Context: an optimization exercise on an open-source flow, tuned for small area and a short achievable clock period. The choices shown serve that exercise and are no tape-out recipe. Function was checked by simulation only, so behaviour that the tests miss may differ from the original. Power is estimated from default activity; no workload was simulated.

### flow/config.mk
export PLATFORM = sky130hd
export DESIGN_NAME = cvu
export DESIGN_NICKNAME = cvu
export VERILOG_FILES = /design/flow/design.v
export SDC_FILE = /design/flow/constraint.sdc
export NUM_CORES = 8
export LEC_CHECK = 0
export ABC_AREA = 1
export CAP_MARGIN = 20
export CORE_MARGIN = 2
export CORE_UTILIZATION = 22
export SLEW_MARGIN = 20
### flow/constraint.sdc
create_clock -name core_clock -period 100.0 [get_ports {clk}]
set_input_delay 20.0000 -clock core_clock [delete_from_list [all_inputs] [get_ports {clk}]]
set_output_delay 20.0000 -clock core_clock [all_outputs]
set_load 0.01 [all_outputs]
### flow/design.v
module cvu (
    input  wire        clk,
    input  wire        rst,       
    input  wire        wr,        
    input  wire        rd,        
    input  wire [4:0]  addr,      
    input  wire [31:0] wdata,
    output reg  [31:0] rdata      
);
    localparam A_CTRL     = 5'd0;
    localparam A_STAT     = 5'd1;
    localparam A_POLY_LO  = 5'd2;
    localparam A_POLY_HI  = 5'd3;
    localparam A_INIT_LO  = 5'd4;
    localparam A_INIT_HI  = 5'd5;
    localparam A_XOR_LO   = 5'd6;
    localparam A_XOR_HI   = 5'd7;
    localparam A_PFX_LO   = 5'd8;
    localparam A_PFX_HI   = 5'd9;
    localparam A_VAL_LO   = 5'd10;
    localparam A_VAL_HI   = 5'd11;
    localparam A_LENGTH   = 5'd12;
    localparam A_DATA     = 5'd13;
    localparam A_RES_LO   = 5'd14;
    localparam A_RES_HI   = 5'd15;
    localparam A_CMD      = 5'd16;
    localparam MODE_CHECK  = 2'd2;
    localparam CMD_START  = 2'd1;
    localparam CMD_RESUME = 2'd2;
    localparam CMD_ABORT  = 2'd3;
    reg  [1:0]  mode;
    reg         refin;
    reg         refout;
    reg  [3:0]  pfx_b;
    reg  [6:0]  width;
    reg  [63:0] poly;
    reg  [63:0] init;
    reg  [63:0] xorv;
    reg  [63:0] prefix;
    reg  [63:0] value;        
    reg  [31:0] val_lo_hold;  
    reg  [31:0] val_shadow;   
    reg  [31:0] len_left;     
    reg  [3:0]  pfx_left;     
    reg  [63:0] chk;          
    reg  [63:0] result;
    reg         busy;
    reg         st_restarted, st_cfg_rej, st_cfg_mid, st_len_err, st_check_fail, st_done;
    wire [63:0] wmask = (width >= 7'd64) ? 64'hFFFF_FFFF_FFFF_FFFF
                                         : ((64'd1 << width) - 64'd1);
    wire [3:0]  nbytes = width[6:3] + {3'd0, |width[2:0]};
    function [7:0] rev8(input [7:0] b);
        integer i;
        begin
            for (i = 0; i < 8; i = i + 1) rev8[i] = b[7 - i];
        end
    endfunction
    function [63:0] rev64(input [63:0] v);
        integer i;
        begin
            for (i = 0; i < 64; i = i + 1) rev64[i] = v[63 - i];
        end
    endfunction
    function [63:0] crc_byte(input [63:0] r_in, input [7:0] b, input [6:0] w,
                             input [63:0] p, input [63:0] m);
        integer i;
        reg [63:0] r;
        reg        fb;
        begin
            r = r_in;
            for (i = 7; i >= 0; i = i - 1) begin
                fb = r[w[5:0] - 6'd1] ^ b[i];
                r  = ((r << 1) ^ (fb ? p : 64'd0)) & m;
            end
            crc_byte = r;
        end
    endfunction
    function [63:0] finalize(input [63:0] r, input ro, input [6:0] w,
                             input [63:0] x, input [63:0] m);
        reg [63:0] t;
        begin
            t = r & m;
            if (ro) t = rev64(t) >> (7'd64 - w);
            finalize = (t ^ x) & m;
        end
    endfunction
    wire        acc_wr   = wr;
    wire        do_data  = acc_wr && addr == A_DATA;
    wire        pfx_beat = busy && pfx_left != 4'd0;
    wire        data_beat = do_data && busy && pfx_left == 4'd0;
    reg  [31:0] beat_bytes;   
    reg  [2:0]  beat_n;       
    reg  [63:0] v_beat;
    reg  [63:0] chk_beat;
    reg  [31:0] len_beat;
    reg  [3:0]  pfx_beat_left;
    reg  [7:0]  b;
    reg  [31:0] lb;
    integer     k;
    always @* begin
        beat_bytes    = 32'd0;
        b             = 8'd0;
        beat_n        = 3'd0;
        pfx_beat_left = pfx_left;
        if (pfx_beat) begin
            beat_n = (pfx_left > 4'd4) ? 3'd4 : pfx_left[2:0];
            for (k = 0; k < 4; k = k + 1)
                if (k < beat_n)
                    beat_bytes[31 - 8*k -: 8] = prefix[8*({28'd0, pfx_left} - 1 - k) +: 8];
            pfx_beat_left = pfx_left - {1'b0, beat_n};
        end else if (data_beat) begin
            beat_n     = (len_left > 32'd4) ? 3'd4 : len_left[2:0];
            beat_bytes = wdata;
        end
        v_beat   = value;
        chk_beat = chk;
        lb       = len_left;
        for (k = 0; k < 4; k = k + 1) begin
            if (k < beat_n) begin
                b = beat_bytes[31 - 8*k -: 8];
                if (!pfx_beat && mode == MODE_CHECK && lb <= {28'd0, nbytes}) begin
                    chk_beat = {chk_beat[55:0], b};
                end else begin
                    v_beat = crc_byte(v_beat, refin ? rev8(b) : b, width, poly, wmask);
                end
                if (!pfx_beat) lb = lb - 32'd1;
            end
        end
        len_beat = lb;
    end
    wire       ctrl_bad = (wdata[31:30] == 2'd3) || (wdata[6:0] == 7'd0) ||
                          (wdata[6:0] > 7'd64) || (wdata[27:24] > 4'd8);
    wire       is_param = addr == A_CTRL || (addr >= A_POLY_LO && addr <= A_PFX_HI);
    wire [1:0] cmd      = wdata[1:0];
    wire       cmd_go   = acc_wr && addr == A_CMD && (cmd == CMD_START || cmd == CMD_RESUME);
    wire       cmd_rej  = cmd_go && mode == MODE_CHECK && len_left < {28'd0, nbytes};
    reg        n_busy;
    reg [3:0]  n_pfx_left;
    reg [31:0] n_len_left;
    reg [63:0] n_value;
    reg [63:0] n_chk;
    always @* begin
        n_busy     = busy;
        n_pfx_left = pfx_left;
        n_len_left = len_left;
        n_value    = value;
        n_chk      = chk;
        if (pfx_beat || data_beat) begin
            n_value    = v_beat;
            n_chk      = chk_beat;
            n_len_left = len_beat;
            n_pfx_left = pfx_beat_left;
        end
        if (acc_wr) begin
            case (addr)
                A_VAL_HI: n_value    = {wdata, val_lo_hold};
                A_LENGTH: n_len_left = wdata;
                A_CMD: begin
                    if (cmd_go && !cmd_rej) begin
                        n_busy = 1'b1;
                        n_chk  = 64'd0;
                        if (cmd == CMD_START) begin
                            n_value    = init & wmask;
                            n_pfx_left = pfx_b;
                        end else begin
                            n_pfx_left = 4'd0;
                        end
                    end else if (cmd == CMD_ABORT) begin
                        n_busy     = 1'b0;
                        n_pfx_left = 4'd0;
                    end
                end
                default: ;
            endcase
        end
    end
    wire        complete  = n_busy && n_pfx_left == 4'd0 && n_len_left == 32'd0;
    wire [63:0] fin_now   = finalize(n_value, refout, width, xorv, wmask);
    wire        stat_rd   = rd && addr == A_STAT;
    always @(posedge clk) begin
        if (rst) begin
            mode <= 2'd0; refin <= 1'b0; refout <= 1'b0; pfx_b <= 4'd0; width <= 7'd0;
            poly <= 64'd0; init <= 64'd0; xorv <= 64'd0; prefix <= 64'd0;
            value <= 64'd0; val_lo_hold <= 32'd0; val_shadow <= 32'd0;
            len_left <= 32'd0; pfx_left <= 4'd0; chk <= 64'd0; result <= 64'd0;
            busy <= 1'b0;
            st_restarted <= 1'b0; st_cfg_rej <= 1'b0; st_cfg_mid <= 1'b0;
            st_len_err <= 1'b0; st_check_fail <= 1'b0; st_done <= 1'b0;
            rdata <= 32'd0;
        end else begin
            if (stat_rd) begin
                st_restarted <= 1'b0; st_cfg_rej <= 1'b0; st_cfg_mid <= 1'b0;
                st_len_err <= 1'b0; st_check_fail <= 1'b0; st_done <= 1'b0;
            end
            if (acc_wr) begin
                case (addr)
                    A_CTRL: begin
                        if (ctrl_bad) begin
                            st_cfg_rej <= 1'b1;
                        end else begin
                            mode   <= wdata[31:30];
                            refin  <= wdata[29];
                            refout <= wdata[28];
                            pfx_b  <= wdata[27:24];
                            width  <= wdata[6:0];
                        end
                    end
                    A_POLY_LO: poly[31:0]    <= wdata;
                    A_POLY_HI: poly[63:32]   <= wdata;
                    A_INIT_LO: init[31:0]    <= wdata;
                    A_INIT_HI: init[63:32]   <= wdata;
                    A_XOR_LO:  xorv[31:0]    <= wdata;
                    A_XOR_HI:  xorv[63:32]   <= wdata;
                    A_PFX_LO:  prefix[31:0]  <= wdata;
                    A_PFX_HI:  prefix[63:32] <= wdata;
                    A_VAL_LO:  val_lo_hold   <= wdata;
                    A_DATA:    if (!busy) st_len_err <= 1'b1;
                    A_CMD: begin
                        if (cmd_rej)
                            st_cfg_rej <= 1'b1;
                        else if (cmd == CMD_START && busy)
                            st_restarted <= 1'b1;
                    end
                    default: ;
                endcase
                if (busy && is_param && !(addr == A_CTRL && ctrl_bad))
                    st_cfg_mid <= 1'b1;
            end
            busy     <= n_busy;
            pfx_left <= n_pfx_left;
            len_left <= n_len_left;
            value    <= n_value;
            chk      <= n_chk;
            if (complete) begin
                busy    <= 1'b0;
                st_done <= 1'b1;
                result  <= fin_now;
                if (mode == MODE_CHECK && n_chk != fin_now)
                    st_check_fail <= 1'b1;
            end
            if (rd) begin
                case (addr)
                    A_CTRL:    rdata <= {mode, refin, refout, pfx_b, 17'd0, width};
                    A_STAT:    rdata <= {24'd0, busy, st_restarted, 1'b0, st_cfg_rej,
                                         st_cfg_mid, st_len_err, st_check_fail, st_done};
                    A_POLY_LO: rdata <= poly[31:0];
                    A_POLY_HI: rdata <= poly[63:32];
                    A_INIT_LO: rdata <= init[31:0];
                    A_INIT_HI: rdata <= init[63:32];
                    A_XOR_LO:  rdata <= xorv[31:0];
                    A_XOR_HI:  rdata <= xorv[63:32];
                    A_PFX_LO:  rdata <= prefix[31:0];
                    A_PFX_HI:  rdata <= prefix[63:32];
                    A_VAL_LO:  begin rdata <= value[31:0]; val_shadow <= value[63:32]; end
                    A_VAL_HI:  rdata <= val_shadow;
                    A_LENGTH:  rdata <= len_left;
                    A_RES_LO:  rdata <= result[31:0];
                    A_RES_HI:  rdata <= result[63:32];
                    default:   rdata <= 32'd0;
                endcase
            end
        end
    end
endmodule
### flow/run.sh
#!/bin/bash
# synth_recipe.tcl (not shown) runs the flow's synth.tcl, then flattens the netlist and writes it again
# the make line also repeats each setting of config.mk as NAME=value (left out here)
make -C /OpenROAD-flow-scripts/flow DESIGN_CONFIG=/design/flow/config.mk WORK_HOME=/design/flow/orfs CLKGATE_MAP_FILE= SYNTH_SCRIPT=/design/flow/synth_recipe.tcl finish
==> run_results.csv <==
group,metric,value,unit
status,status,"finished clean",
floorplanning,io-pin-count,73,
synth,ys_ff_latch,602,
grt,gr-usage-all-layers,30.3,%
pwr,leakage,73.2,nW
sta,rsz0062_at_grt,"no",
min_path,hold_path_class,"register to register",
clock_tree,cts_tree,"done",
flow_run,maxCapViolCount,0,
place,place.port_buffers,72,
synth,yosysTopAreaCell,"nand3_1",
pwr,ir_worst_vdd,0.0121,mV
layout,postLayoutCellArea,161000,um^2
route,vias_per_cell,5.92,
critical_path,cpPeakStageDelay,0.74,ns
layout,syn_to_final_growth,18.2,%
grt,grt_pass1_wl,1380,mm
synth,synth_top_area_share,24.0,%
critical_path,cp-start-kind,"primary input",
clock_tree,hold_buffers,0,
synth,synth_area_leaders,"nand3_1, nand2_1, dfxtp_1, nand4_1, buf_6",
min_path,hold_depth,2,
place,post-place-cells,33800,
clock_tree,cts_buffer_depth,3,
critical_path,crit_path_end_kind,"register",
sta,maxSlewViolCount,0,
layout,final_core_util,26.1,%
critical_path,required,100.64,ns
route,drt_iter0_markers,34800,
synth,syn_inst,23900,
critical_path,cp_max_fo,51,
place,dpl_cell_area,158000,um^2
layout,fin_cells,34000,
floorplanning,rows,288,
layout,drive_above_1_share,17.9,%
sta,hold_ws,0.459,ns
synth,yosysSeqAreaShare,8.86,%
grt,grt_max_degree,140,
synth,yosysUniqueCellTypes,78,
synth,ys.flop_type,"dfxtp_1",
place,place_congestion,1.15,
synth,ys_warn_count,1,
sta,fmax,10.6,MHz
critical_path,rrSetupSlack,21.17,ns
clock_tree,root_buffer,"clkbuf_16",
clock_tree,cts_buffers,79,
route,postRouteAntennaNets,0,
sta,setup_viol,0,
sta,fin_ws,5.39,ns
layout,layout.nets,25800,
floorplanning,dieWidth,790,um
critical_path,crit_type,"primary input to register",
place,post-place-ws,10.47,ns
route,vias,201000,
grt,overflow,0,
floorplanning,die_area,624000,um^2
route,drt-pass1-iter-count,11,
synth,yosysMostFrequentCell,"nand3_1",
clock_tree,clock_latency,0.77,ns
critical_path,slowest_stage,"nand3_1",
sta,tns,0,ns
grt,antenna_found_initial,105,
route,drc,0,
route,wl_per_cell,29.7,um
grt,grt_pass1_vias,177000,
synth,synth_edf_count,0,
clock_tree,clock-sinks,602,
critical_path,reg2reg_depth,453,
sta,post-route-period-util,94.6,%
clock_tree,cts-resized-gates,0,
clock_tree,post_cts_buffers,0,
pwr,power.density,4.74,nW/um^2
clock_tree,cts_max_level,3,
critical_path,cp_common_cell,"nand3_1",
critical_path,worstPathArrival,95.25,ns
synth,netlist_area,136000,um^2
floorplanning,core_area,615000,um^2
sta,fin_crit,94.61,ns
synth,ys_async_sr_fraction,0,%
floorplanning,start_util,22.1,%
layout,n_fill_cell,70200,
sta,max_slew_margin,6.97,%
route,routed_wirelength,1010,mm
synth,syn_avg_cell_area,5.68,um^2
synth,syn_nets,24000,
synth,synth_common_cells,"nand3_1, nand2_1, nand4_1, inv_1, o21ai_0",
place,dp_hpwl,761,mm
sta,fin_skew,0.0931,ns
pwr,power.total,0.761,mW
sta,worst_slew_pin_slew,1.39,ns
sta,hold_viol_final,0,
floorplanning,die_y,790,um
clock_tree,clkTransAtPathRegs,0.06,ns
## cells in the final DEF, fill, tap and decap left out, drive strengths merged, types with 69 or more instances in the layout
cell              n
o22ai           150
nand4          1764
buf            3930
nand2          5899
nand3          6653
xor2             90
mux2i            85
clkbuf          108
inv            1793
a21oi           604
diode           115
o21bai          105
nor2            832
dfxtp           602
clkdlybuf4s50    69
nand3b         1027
o21ai          1634
## per-layer routing
| metal | global-route usage (%) | wire [um] |
|---|---|---|
| met2 | 42.3 | 391000 |
| met1 | 36.9 | 374000 |
| met3 | 11.7 | 147000 |
| met5 | 0 | 379 |
| met4 | 23.8 | 97000 |
## cell type report
type	count	area, um^2	share of cell area, %
diodes	115	288	0.179
clock buffers	108	2230	1.38
clock inverters	37	531	0.330
inverters	1822	6870	4.27
multi-input cells	19200	96700	60.2
flip-flops and latches	602	12100	7.54
well taps	8120	10200	6.32
repair buffers	3999	31800	19.8
## worst paths after layout
| path | endpoint | startpoint |
|---|---|---|
| worst min-delay path | result[35]$_SDFFE_PP0P_ | result[35]$_SDFFE_PP0P_ |
| worst max-delay path | st_check_fail$_SDFF_PP0_ | addr[4] |
| worst min register to register | result[35]$_SDFFE_PP0P_ | result[35]$_SDFFE_PP0P_ |
| worst max register to register | st_check_fail$_SDFF_PP0_ | width[0]$_SDFFE_PP0P_ |
## report_power, final
| group | internal [mW] | total [mW] | switching (mW) |
|---|---|---|---|
| logic | 0.0433 | 0.191 | 0.148 |
| clock network | 0.179 | 0.323 | 0.144 |
| registers | 0.242 | 0.247 | 0.00465 |
| total | 0.465 | 0.761 | 0.297 |
## cells by family (layout without fill, tap and decap cells)
family / count (synthesis) / in the layout / share of synthesized area, %
multiplexers: 85 / 85 / 0.626
other: 1 / 116 / 0.00276
AO/OA/AOI/OAI: 2672 / 2672 / 10.6
flip-flops: 602 / 602 / 8.86
XOR/XNOR: 115 / 115 / 0.760
adder cells (fa/ha/maj): 41 / 41 / 0.377
buffers and inverters: 4113 / 5966 / 20.5
AND/OR/NAND/NOR: 16300 / 16300 / 58.3
## critical path: cells and delay by family
kind	cells	cell delay, ns
AND/OR/NAND/NOR	345	52.71
AO/OA/AOI/OAI	12	1.61
buffers and inverters	92	19.67
## state kept, by name (all words and copies together), names as in the netlist, 2 cells and up
| name | count |
|---|---|
| prefix | 64 |
| xorv | 64 |
| mode | 2 |
| pfx_b | 4 |
| result | 64 |
| init | 64 |
| poly | 64 |
| rdata | 32 |
| value | 64 |
| val_shadow | 32 |
| pfx_left | 4 |
| width | 7 |
| chk | 64 |
| len_left | 32 |
| val_lo_hold | 32 |

==> separate check: timing with driven ports <==
Ports are ideal in the flow. The routed layout listed here was re-timed in OpenROAD.
Step 1: set_driving_cell puts a clkbuf_16 on clk and a buf_2 on each other input, an assumption about the parent block.
Step 2 also shifts input and output timing later by t, the mid clock arrival at the registers, as if the neighbouring blocks saw the same clock.
a / b / c = no drivers / after step 1 / after step 2; a / b = the first two.
shift t [ns]: 0.859
setup WS [ns]: 5.386 / 5.499 / 4.641
pins driven straight from the clock port: 1
After both steps setup and hold are still met in this run. For this run, drivers alone change the setup slack by +0.113 ns; drivers and shift together by -0.745 ns.
